Background: an optimization exercise with open tools, aiming at small area, a short achievable clock period and few clock cycles. Do not read the settings as production practice.
Where RTL was checked, it was by simulation tests only, not by an equivalence proof against the original.

## crc_channel
module crc_channel (
    input  wire        clk,
    input  wire        rst,             
    input  wire        cmd_go,
    input  wire [2:0]  cmd_set,
    input  wire        cmd_expect_en,
    input  wire [31:0] cmd_len,
    input  wire [63:0] cmd_exp,
    input  wire        cmd_terminate,
    input  wire        in_valid,
    output wire        in_ready,
    input  wire [63:0] in_data,
    output reg         done,
    output wire [1:0]  state,
    output reg  [7:0]  code,
    output reg         match,
    output reg  [63:0] result
);
export LEC_CHECK = 0
export CAP_MARGIN = 20
export CORE_MARGIN = 2
export CORE_UTILIZATION = 40
export CTS_BUF_LIST = sky130_fd_sc_hd__clkbuf_8
export SLEW_MARGIN = 58
export SYNTH_HIERARCHICAL = 1
create_clock -name core_clock -period 20.0 [get_ports {clk}]
standard.sh (not shown) runs the stock make flow with config.mk's settings and CLKGATE_MAP_FILE= SYNTH_SCRIPT=/design/flow/synth_recipe.tcl, a recipe that flattens the netlist after the stock synthesis.
==> flow/flow/run.sh <==
#!/bin/bash
# The standard layout (standard.sh: standard synthesis, floorplan, placement,
# CTS, routing, finish), with one change: the buffers that buffer_ports puts on
# every input and output port are sky130_fd_sc_hd__buf_2 cells instead of the
# cell buffer_ports picks by itself (clkdlybuf4s50_1, a delay cell).
# make's full output goes to flow_make.log here; each ORFS step also writes its
# own log under orfs/logs/.
set -euo pipefail
bash standard.sh 'BUFFER_PORTS_ARGS=-buffer_cell sky130_fd_sc_hd__buf_2' finish > flow_make.log 2>&1
Testbench counts at the start, summed over its fixed seeds: cycles 18,581.
Rerun with:
--- a/flow/design.v
+++ b/flow/design.v
@@ -3624,45 +3624,46 @@
     assign nat[57] = (sel_q[4] & crc_q[1]);
     assign nat[58] = (sel_q[4] & crc_q[2]);
     assign nat[59] = (sel_q[4] & crc_q[3]);
     assign nat[60] = (sel_q[4] & crc_q[4]);
     assign nat[61] = (sel_q[4] & crc_q[5]);
     assign nat[62] = (sel_q[4] & crc_q[6]);
     assign nat[63] = (sel_q[4] & crc_q[7]);
     wire [63:0] xorout  = {32'h0, {24{sel_q[0] | sel_q[1]}}, {8{sel_q[0] | sel_q[1] | sel_q[3]}}};
     wire [63:0] res_new = nat ^ xorout;
     wire        eq      = (nat == xexp_q);
     wire [63:0] xo_in  = {32'h0, {24{sel_in[0] | sel_in[1]}}, {8{sel_in[0] | sel_in[1] | sel_in[3]}}};
+    wire [2:0]  kmask = run_q ? k_q : cmd_len[2:0];
     reg [7:0]   mask_in;
     always @(*) begin
-        case (cmd_len[2:0])
+        case (kmask)
             3'd0: mask_in = 8'hFF;
             3'd1: mask_in = 8'h80;
             3'd2: mask_in = 8'hC0;
             3'd3: mask_in = 8'hE0;
             3'd4: mask_in = 8'hF0;
             3'd5: mask_in = 8'hF8;
             3'd6: mask_in = 8'hFC;
             default: mask_in = 8'hFE;
         endcase
     end
     integer i;
     assign in_ready = rdy_q;
     assign state    = {1'b0, st_q};
     always @(posedge clk) begin
         rot_q   <= rot_in;
+        mh_q    <= mask_in;
         valid_q <= take;
         if (idle) begin
             sel_q    <= sel_in;
             k_q      <= cmd_len[2:0];
-            mh_q     <= mask_in;
             mt_q     <= ~mask_in[6:0];
             exp_en_q <= cmd_expect_en;
             xexp_q   <= cmd_exp ^ xo_in;
             rem_q    <= cmd_len[31:3];
         end else if (proc) begin
             rem_q    <= rem_q - 29'd1;
         end
         if (idle)
             crc_q <= 64'h0;
         else if (proc)
             crc_q <= st_new ^ add_new;
The new run went through all stages and came out clean.
Final area is higher slightly.
Routed wire length grows by a few percent.
Critical path depth rose by 4.
Cell count increases slightly.
Setup slack gets worse by 290 ps.
Core utilization climbs by 0.44 points.
Worst hold slack degrades by 4.3 ps.
Die area shrinks slightly.
Via count barely changes.
Synthesized area drops slightly.
Clock-buffer cell count is unchanged.
Register-to-register slack gains 80 ps.
For the second run of this note, only the layout was checked, not whether the RTL still works.

========
Setup of main:
Another version of the RTL of crc_channel (not shown whole).
For scale: roughly 3,900 cells after synthesis, ~370 flip-flops, roughly 250 I/O pins, roughly 34,000 sq um of cells after synthesis.
==> flow/config.mk <==
export PLATFORM = sky130hd
export DESIGN_NAME = crc_channel
export DESIGN_NICKNAME = crc_channel
export VERILOG_FILES = /design/flow/design.v
export SDC_FILE = /design/flow/constraint.sdc
export NUM_CORES = 4
export LEC_CHECK = 0
export CAP_MARGIN = 20
export CORE_MARGIN = 2
export CORE_UTILIZATION = 40
export SLEW_MARGIN = 20
export SYNTH_HIERARCHICAL = 1
==> flow/constraint.sdc <==
create_clock -name core_clock -period 20.0 [get_ports {clk}]
set_input_delay 4.0000 -clock core_clock [delete_from_list [all_inputs] [get_ports {clk}]]
set_output_delay 4.0000 -clock core_clock [all_outputs]
set_load 0.01 [all_outputs]
Scripts as last shown in full above: flow/flow/run.sh
For the feature branch, these inputs were changed with respect to main:
diff --git a/flow/design.v b/flow/design.v
--- a/flow/design.v
+++ b/flow/design.v
@@ -3684,31 +3684,37 @@
     assign nat[56] = (sel_q[4] & crc_q[0]);
     assign nat[57] = (sel_q[4] & crc_q[1]);
     assign nat[58] = (sel_q[4] & crc_q[2]);
     assign nat[59] = (sel_q[4] & crc_q[3]);
     assign nat[60] = (sel_q[4] & crc_q[4]);
     assign nat[61] = (sel_q[4] & crc_q[5]);
     assign nat[62] = (sel_q[4] & crc_q[6]);
     assign nat[63] = (sel_q[4] & crc_q[7]);
     wire [63:0] xorout  = {32'h0, {24{sel_q[0] | sel_q[1]}}, {8{sel_q[0] | sel_q[1] | sel_q[3]}}};
     wire [63:0] res_new = nat ^ xorout;
     wire        eq      = (nat == xexp_q);
     wire [63:0] xo_in  = {32'h0, {24{sel_in[0] | sel_in[1]}}, {8{sel_in[0] | sel_in[1] | sel_in[3]}}};
-    wire [2:0]  p_in   = 3'd0 - cmd_len[2:0];
-    wire [7:0]  mask_in;
-    generate
-        for (gj = 0; gj < 8; gj = gj + 1) begin : g_mask
-            assign mask_in[gj] = (gj >= p_in);
-        end
-    endgenerate
+    reg [7:0]   mask_in;
+    always @(*) begin
+        case (cmd_len[2:0])
+            3'd0: mask_in = 8'hFF;
+            3'd1: mask_in = 8'h80;
+            3'd2: mask_in = 8'hC0;
+            3'd3: mask_in = 8'hE0;
+            3'd4: mask_in = 8'hF0;
+            3'd5: mask_in = 8'hF8;
+            3'd6: mask_in = 8'hFC;
+            default: mask_in = 8'hFE;
+        endcase
+    end
     assign m_in = run_q ? mask_q : mask_in;
     integer i;
     assign in_ready = rdy_q;
     assign state    = {1'b0, st_q};
     always @(posedge clk) begin
         head_q  <= head_in;
         tail_q  <= tail_in[55:0];
         valid_q <= take;
         if (idle) begin
             sel_q    <= sel_in;
             k_q      <= cmd_len[2:0];
             mask_q   <= mask_in;
### Flow results
On the feature branch: overall routing resource usage is 1.1 points higher than what main gave. Compare main and the feature branch | global routing met1 resource utilization lower: main. Compare main and the feature branch | largest incremental delay on the critical path lower: the feature branch. Compared with main, in the feature branch cell count stayed essentially flat; share of final layout cell area taken by clock buffers and inverters stayed essentially flat; share of the synthesized netlist area taken by xor and xnor gates rose by 0.17 points; first-pass GRT wire length stayed essentially flat. The feature branch vs main, capture point of the critical path: head_q[46] vs crc_q[15]. Against main, mean routed wirelength per cell in the feature branch rose slightly.
Testbench counts of the feature branch, summed over its fixed seeds: cycles 18,581.
The RTL of main was laid out without a check of its function.

[separate check: timing with driven ports]
No port has a modelled driver above. Below, the same layouts with a new extraction and two added sets of constraints.
Step 1 sets driving cells, clkbuf_16 on the clock port and buf_2 on the other inputs (assumed; they add their load-dependent delay and slew).
Step 2, shift: input delay + t, output delay - t, t = (earliest + latest rising clock arrival at the registers) / 2. This alone moves slack from input paths to output paths.
a / b / c = ideal / step 1 / step 2; a / b = the first two.
run	t, ns	setup WS [ns]	cell pins on the clock port's net
the first run of note 1	0.648	14.645 / 14.631 / 13.983	1
the second run of note 1	0.666	14.353 / 14.382 / 13.715	1
main	0.613	13.473 / 13.473 / 13.025	1
the feature branch	0.619	13.861 / 13.887 / 13.268	1
After both steps every run listed still meets setup and hold. The setup slack of the first run of note 1, which loses most, moves by -0.014 ns with the drivers and by -0.662 ns with both steps.
